From an optimization exercise on the open Yosys and OpenROAD flow, aimed at small area, a short achievable clock period and few clock cycles per item; shortcuts taken in it are not production practice.
For this run, only the layout was checked, not whether the RTL still works.

[flow/constraint.sdc]
create_clock -name core_clock -period 12.0 [get_ports {clk}]
set_input_delay 2.4000 -clock core_clock [delete_from_list [all_inputs] [get_ports {clk}]]
set_output_delay 2.4000 -clock core_clock [all_outputs]
set_load 0.01 [all_outputs]
[flow/design.v]
module flow_hash (
    input  wire         clk,
    input  wire         rst,
    input  wire         req_valid,
    output wire         req_ready,
    input  wire [319:0] req_key,
    input  wire [5:0]   req_len,
    input  wire [127:0] req_seed,
    input  wire [23:0]  req_nbuckets,
    output wire         resp_valid,
    input  wire         resp_ready,
    output wire [63:0]  resp_hash,
    output wire [23:0]  resp_bucket1,
    output wire [23:0]  resp_bucket2
);
    localparam [2:0] S_IDLE  = 3'd0;
    localparam [2:0] S_COMP  = 3'd1;
    localparam [2:0] S_FINAL = 3'd2;
    localparam [2:0] S_DIV   = 3'd3;
    localparam [2:0] S_OUT   = 3'd4;
    function [63:0] rotl(input [63:0] x, input integer b);
        rotl = (x << b) | (x >> (64 - b));
    endfunction
    function [255:0] sipround(input [255:0] v);
        reg [63:0] v0, v1, v2, v3;
        begin
            v0 = v[63:0];
            v1 = v[127:64];
            v2 = v[191:128];
            v3 = v[255:192];
            v0 = v0 + v1;  v1 = rotl(v1, 13);  v1 = v1 ^ v0;  v0 = rotl(v0, 32);
            v2 = v2 + v3;  v3 = rotl(v3, 16);  v3 = v3 ^ v2;
            v0 = v0 + v3;  v3 = rotl(v3, 21);  v3 = v3 ^ v0;
            v2 = v2 + v1;  v1 = rotl(v1, 17);  v1 = v1 ^ v2;  v2 = rotl(v2, 32);
            sipround = {v3, v2, v1, v0};
        end
    endfunction
    reg [2:0]   state;
    reg [63:0]  v0, v1, v2, v3;
    reg [319:0] key;         
    reg [5:0]   len;
    reg [2:0]   blocks;      
    reg         second;      
    reg [1:0]   fin_cnt;     
    reg [23:0]  nbuckets;
    reg [63:0]  hash;
    reg [31:0]  div_lo, div_hi;    
    reg [24:0]  rem_lo, rem_hi;
    reg [5:0]   div_cnt;
    wire        last_block = (blocks == 3'd1);
    wire [63:0] last_word;
    wire [63:0] m = last_block ? last_word : key[63:0];
    reg  [63:0] tail;
    integer i;
    always @(*) begin
        tail = 64'd0;
        for (i = 0; i < 7; i = i + 1)
            if (i < len[2:0]) tail[8*i +: 8] = key[8*i +: 8];
        tail[63:56] = {2'b00, len};
    end
    assign last_word = tail;
    wire [255:0] vin  = {v3, v2, v1, v0};
    wire         absorb = (state == S_COMP) && !second;
    wire [255:0] vrnd = sipround(absorb ? {v3 ^ m, v2, v1, v0} : vin);
    wire [24:0] try_lo = {rem_lo[23:0], div_lo[31]};
    wire [24:0] try_hi = {rem_hi[23:0], div_hi[31]};
    wire [24:0] sub_lo = try_lo - {1'b0, nbuckets};
    wire [24:0] sub_hi = try_hi - {1'b0, nbuckets};
    always @(posedge clk) begin
        if (rst) begin
            state <= S_IDLE;
        end else begin
            case (state)
                S_IDLE: begin
                    if (req_valid) begin
                        v0       <= req_seed[63:0]   ^ 64'h736F6D6570736575;
                        v1       <= req_seed[127:64] ^ 64'h646F72616E646F6D;
                        v2       <= req_seed[63:0]   ^ 64'h6C7967656E657261;
                        v3       <= req_seed[127:64] ^ 64'h7465646279746573;
                        key      <= req_key;
                        len      <= req_len;
                        blocks   <= req_len[5:3] + 3'd1;
                        second   <= 1'b0;
                        nbuckets <= req_nbuckets;
                        state    <= S_COMP;
                    end
                end
                S_COMP: begin
                    {v3, v2, v1, v0} <= vrnd;
                    second <= ~second;
                    if (second) begin
                        v0  <= vrnd[63:0] ^ m;
                        key <= key >> 64;
                        blocks <= blocks - 3'd1;
                        if (last_block) begin
                            v2      <= vrnd[191:128] ^ 64'hFF;
                            fin_cnt <= 2'd0;
                            state   <= S_FINAL;
                        end
                    end
                end
                S_FINAL: begin
                    {v3, v2, v1, v0} <= vrnd;
                    fin_cnt <= fin_cnt + 2'd1;
                    if (fin_cnt == 2'd3) begin
                        hash    <= vrnd[63:0] ^ vrnd[127:64] ^ vrnd[191:128] ^ vrnd[255:192];
                        div_lo  <= vrnd[31:0] ^ vrnd[95:64] ^ vrnd[159:128] ^ vrnd[223:192];
                        div_hi  <= vrnd[63:32] ^ vrnd[127:96] ^ vrnd[191:160] ^ vrnd[255:224];
                        rem_lo  <= 25'd0;
                        rem_hi  <= 25'd0;
                        div_cnt <= 6'd0;
                        state   <= S_DIV;
                    end
                end
                S_DIV: begin
                    rem_lo  <= sub_lo[24] ? try_lo : sub_lo;
                    rem_hi  <= sub_hi[24] ? try_hi : sub_hi;
                    div_lo  <= div_lo << 1;
                    div_hi  <= div_hi << 1;
                    div_cnt <= div_cnt + 6'd1;
                    if (div_cnt == 6'd31)
                        state <= S_OUT;
                end
                S_OUT: begin
                    if (resp_ready)
                        state <= S_IDLE;
                end
                default: state <= S_IDLE;
            endcase
        end
    end
    assign req_ready    = (state == S_IDLE);
    assign resp_valid   = (state == S_OUT);
    assign resp_hash    = hash;
    assign resp_bucket1 = rem_lo[23:0];
    assign resp_bucket2 = (rem_hi[23:0] == rem_lo[23:0]) ? (rem_lo[23:0] ^ 24'd1) : rem_hi[23:0];
endmodule
[flow/run.sh]
#!/bin/bash
# synth_recipe.tcl (not shown) runs the flow's synth.tcl, then flattens the netlist and writes it again
# the make line also repeats each setting of config.mk as NAME=value (left out here)
make -C /OpenROAD-flow-scripts/flow DESIGN_CONFIG=/design/flow/config.mk WORK_HOME=/design/flow/orfs CLKGATE_MAP_FILE= SYNTH_SCRIPT=/design/flow/synth_recipe.tcl finish
[flow/config.mk]
export PLATFORM = sky130hd
export DESIGN_NAME = flow_hash
export DESIGN_NICKNAME = flow_hash
export VERILOG_FILES = /design/flow/design.v
export SDC_FILE = /design/flow/constraint.sdc
export NUM_CORES = 4
export LEC_CHECK = 0
export CAP_MARGIN = 30
export CORE_MARGIN = 2
export CORE_UTILIZATION = 40
export SLEW_MARGIN = 30
==> qor.yml <==
run_status:
  outcome: "complete, no violations"
die:
  die_area_sq_um: 140000
  initial_utilization_pct: 40.3
  rows: 135
  io_pins: 596
  die_y_um: 374
  core_sq_um: 136000
  dieWidth_um: 374
placement:
  globalplace.congestion: 1.19
  hpwl_mm: 245
  dpl_cell_area_sq_um: 63200
  portBuffers: 595
timing:
  fin_skew_ns: 0.0636
  drv_slew: 0
  rsz0062_at_grt: "no"
  finalHoldViolCount: 0
  holdWs_ns: 0.493
  fmaxAchievable_ghz: 0.0943
  setup_viol: 0
  max_slew_margin_pct: 16.8
  worst_pin_slew_ns: 1.24
  timing.final.crit_period_ns: 10.60
  fin_crit_sh_pct: 88.3
worst_setup_path:
  critical_path_buf_inv_count: 3
  end_kind: "flop"
  cp.depth: 34
  path_class: "reg2reg"
  slowest_delay_ns: 0.87
  crit_path_frequent_cell: "xnor2_1"
  crit_family: "compound AO/OA/AOI/OAI gates"
  crit_path_max_fanout: 25
  critPathLaunchType: "flop"
  cp.required_ns: 12.50
  ff2ff_path_depth: 34
  cpMaxStageDelayCell: "xnor2_1"
  worstPathArrival_ns: 11.10
global_route:
  grt_usage_pct: 41.6
  grt_pass1_wl_mm: 397
  grt_max_degree: 199
  grt_pass1_vias: 46800
  antenna_found_initial: 51
  grt_overflow: 0
finish:
  fillers: 12700
  syn_to_final_growth_pct: 22.1
  drive_gt1_share_pct: 6.97
  stdcell_area_sq_um: 66700
  fin_nets: 7103
detailed_routing:
  first_iter_violations: 7439
  drt_wl_total_mm: 298
  vias: 50600
  avgRoutedWirePerCell_um: 36.3
  dr.pass1.iters: 7
  vias_per_cell: 6.18
  drc: 0
  antenna_left: 0
hold_path:
  whs_path_depth: 2
  hp-class: "reg2reg"
synthesis:
  ys_types: 91
  synth_top_area_share_pct: 43.6
  synth_nets: 6578
  netlist_area_sq_um: 54700
  synth_seq_area_share_pct: 43.7
  synthCells: 5785
  synth_seq_cells: 797
  yosysTopAreaCell: "edfxtp_1"
  yosys-top-cells-count: "1185 x nand2_1, 794 x edfxtp_1, 438 x xnor2_1"
  synthArstFlopShare_pct: 0
  synthFlopType: "edfxtp_1"
  synth_edf_count: 794
  yosysWarnings: 1
  synth.most_common_cell: "nand2_1"
  yosys-top-cells-area: "edfxtp_1 44%, nand2_1 8.1%, xnor2_1 7.0%, ha_1 7.0%, xor2_1 5.0%"
  syn_avg_cell_area_sq_um: 9.45
clock_tree:
  insertion_delay_ns: 0.76
  cts_setup_buffers: 0
  htreeDepth: 3
  cts_hold_buf: 0
  cts_buffers: 95
  clkSlewWorstSetupHoldPaths_ns: 0.06
  ctsResizeCount: 0
  ctsRootBufferMaster: "clkbuf_16"
  tritoncts: "yes"
  clock_sinks: 797
  clockBufferDepth: 3
job:
  cap_viol_max_count: 0
[state kept, by name (all words and copies together) (netlist names), 32 cells and up]
register	cells
div_hi	32
div_lo	32
hash	64
key	320
v0	64
v1	64
v2	64
v3	64
[worst paths after layout]
check | from | end | slack, ns
worst max-delay path | blocks[0] | div_hi[15] | 1.40
worst min-delay path | key[206] | key[142] | 0.49
worst max register to register | blocks[0] | div_hi[15] | 1.40
worst min register to register | key[206] | key[142] | 0.49
[worst reg2reg max path: cells and delay by family (launching register included)]
family | cells | cell delay (ns)
AND/OR/NAND/NOR | 10 | 2.24
AO/OA/AOI/OAI | 10 | 2.79
flip-flops | 1 | 0.42
buffers and inverters | 3 | 0.66
multiplexers | 1 | 0.31
XOR/XNOR | 6 | 2.59
adder cells (fa/ha/maj) | 4 | 1.36
[cell type report]
cell class	instances	area, sq um	share of cell area, %
antenna	23	57.6	0.0863
clock buffer	107	2420	3.63
clock inverter	67	817	1.22
inverter	178	668	1.00
multi-input combinational	4517	29600	44.3
sequential	797	23900	35.8
tap	1781	2230	3.34
timing repair buffer	721	7040	10.5
[layer usage]
metal | wire (um) | GRT usage, %
met1 | 112000 | 52.0
met4 | 26800 | 31.0
met3 | 37400 | 14.6
met5 | 250 | 0
met2 | 121000 | 59.0
[kinds of logic (layout without fill, tap and decap cells)]
family	Yosys count	count (layout)	share of synthesized area (%)
AND/OR/NAND/NOR	2078	2078	16.7
AO/OA/AOI/OAI	1276	1276	14.9
flip-flops	797	797	43.7
XOR/XNOR	760	760	12.4
buffers and inverters	471	1073	3.26
adder cells (fa/ha/maj)	311	311	7.20
multiplexers	92	92	1.80
other	0	23	0
[stage by stage]
stage               std cells  TNS [ns]  utilization (%)  setup slack, ns
floorplan                5785    -31.83                -           -0.124
global placement         7989         0             46.4             1.53
detailed placement       7990         0             46.6             1.55
CTS                      8164         0             49.0             1.50
global route             8168         0             49.1             1.28
finish                   8191         0             49.2             1.40
[placed cells by master, fill, tap and decap left out, drive strengths merged, types with 186 or more instances in the layout]
cell / netlist / final
clkdlybuf4s50: 0 / 595
xnor2: 441 / 441
a21oi: 411 / 411
o21ai: 269 / 269
ha: 305 / 305
xor2: 312 / 312
edfxtp: 794 / 794
nand2: 1185 / 1185
a21o: 197 / 197
nand3: 231 / 231
inv: 178 / 186
nor2: 260 / 260

port drivers added, routing unchanged:
No port has a modelled driver above. Below, the same layout with a new extraction and two added sets of constraints.
Step 1 (the two cells are an assumption about what drives the block):
set clk [get_ports {clk}]
set_driving_cell -lib_cell sky130_fd_sc_hd__clkbuf_16 $clk
set_driving_cell -lib_cell sky130_fd_sc_hd__buf_2 [delete_from_list [all_inputs] $clk]
Step 2, shift: input delay + t, output delay - t, t = (earliest + latest rising clock arrival at the registers) / 2. This alone moves slack from input paths to output paths.
a / b / c = no drivers / after step 1 / after step 2; a / b = the first two.
t (ns): 0.815
setup slack, ns: 1.398 / 1.398 / 1.398
hold slack, ns: 0.493 / 0.493 / 0.493
clock arrival spread, ns: 0.064 / 0.063
worst slew at a driven data input, ns: 0.09
After both steps this run still meets setup and hold. The setup slack of this run moves by 0.000 ns with the drivers and by 0.000 ns with both steps.
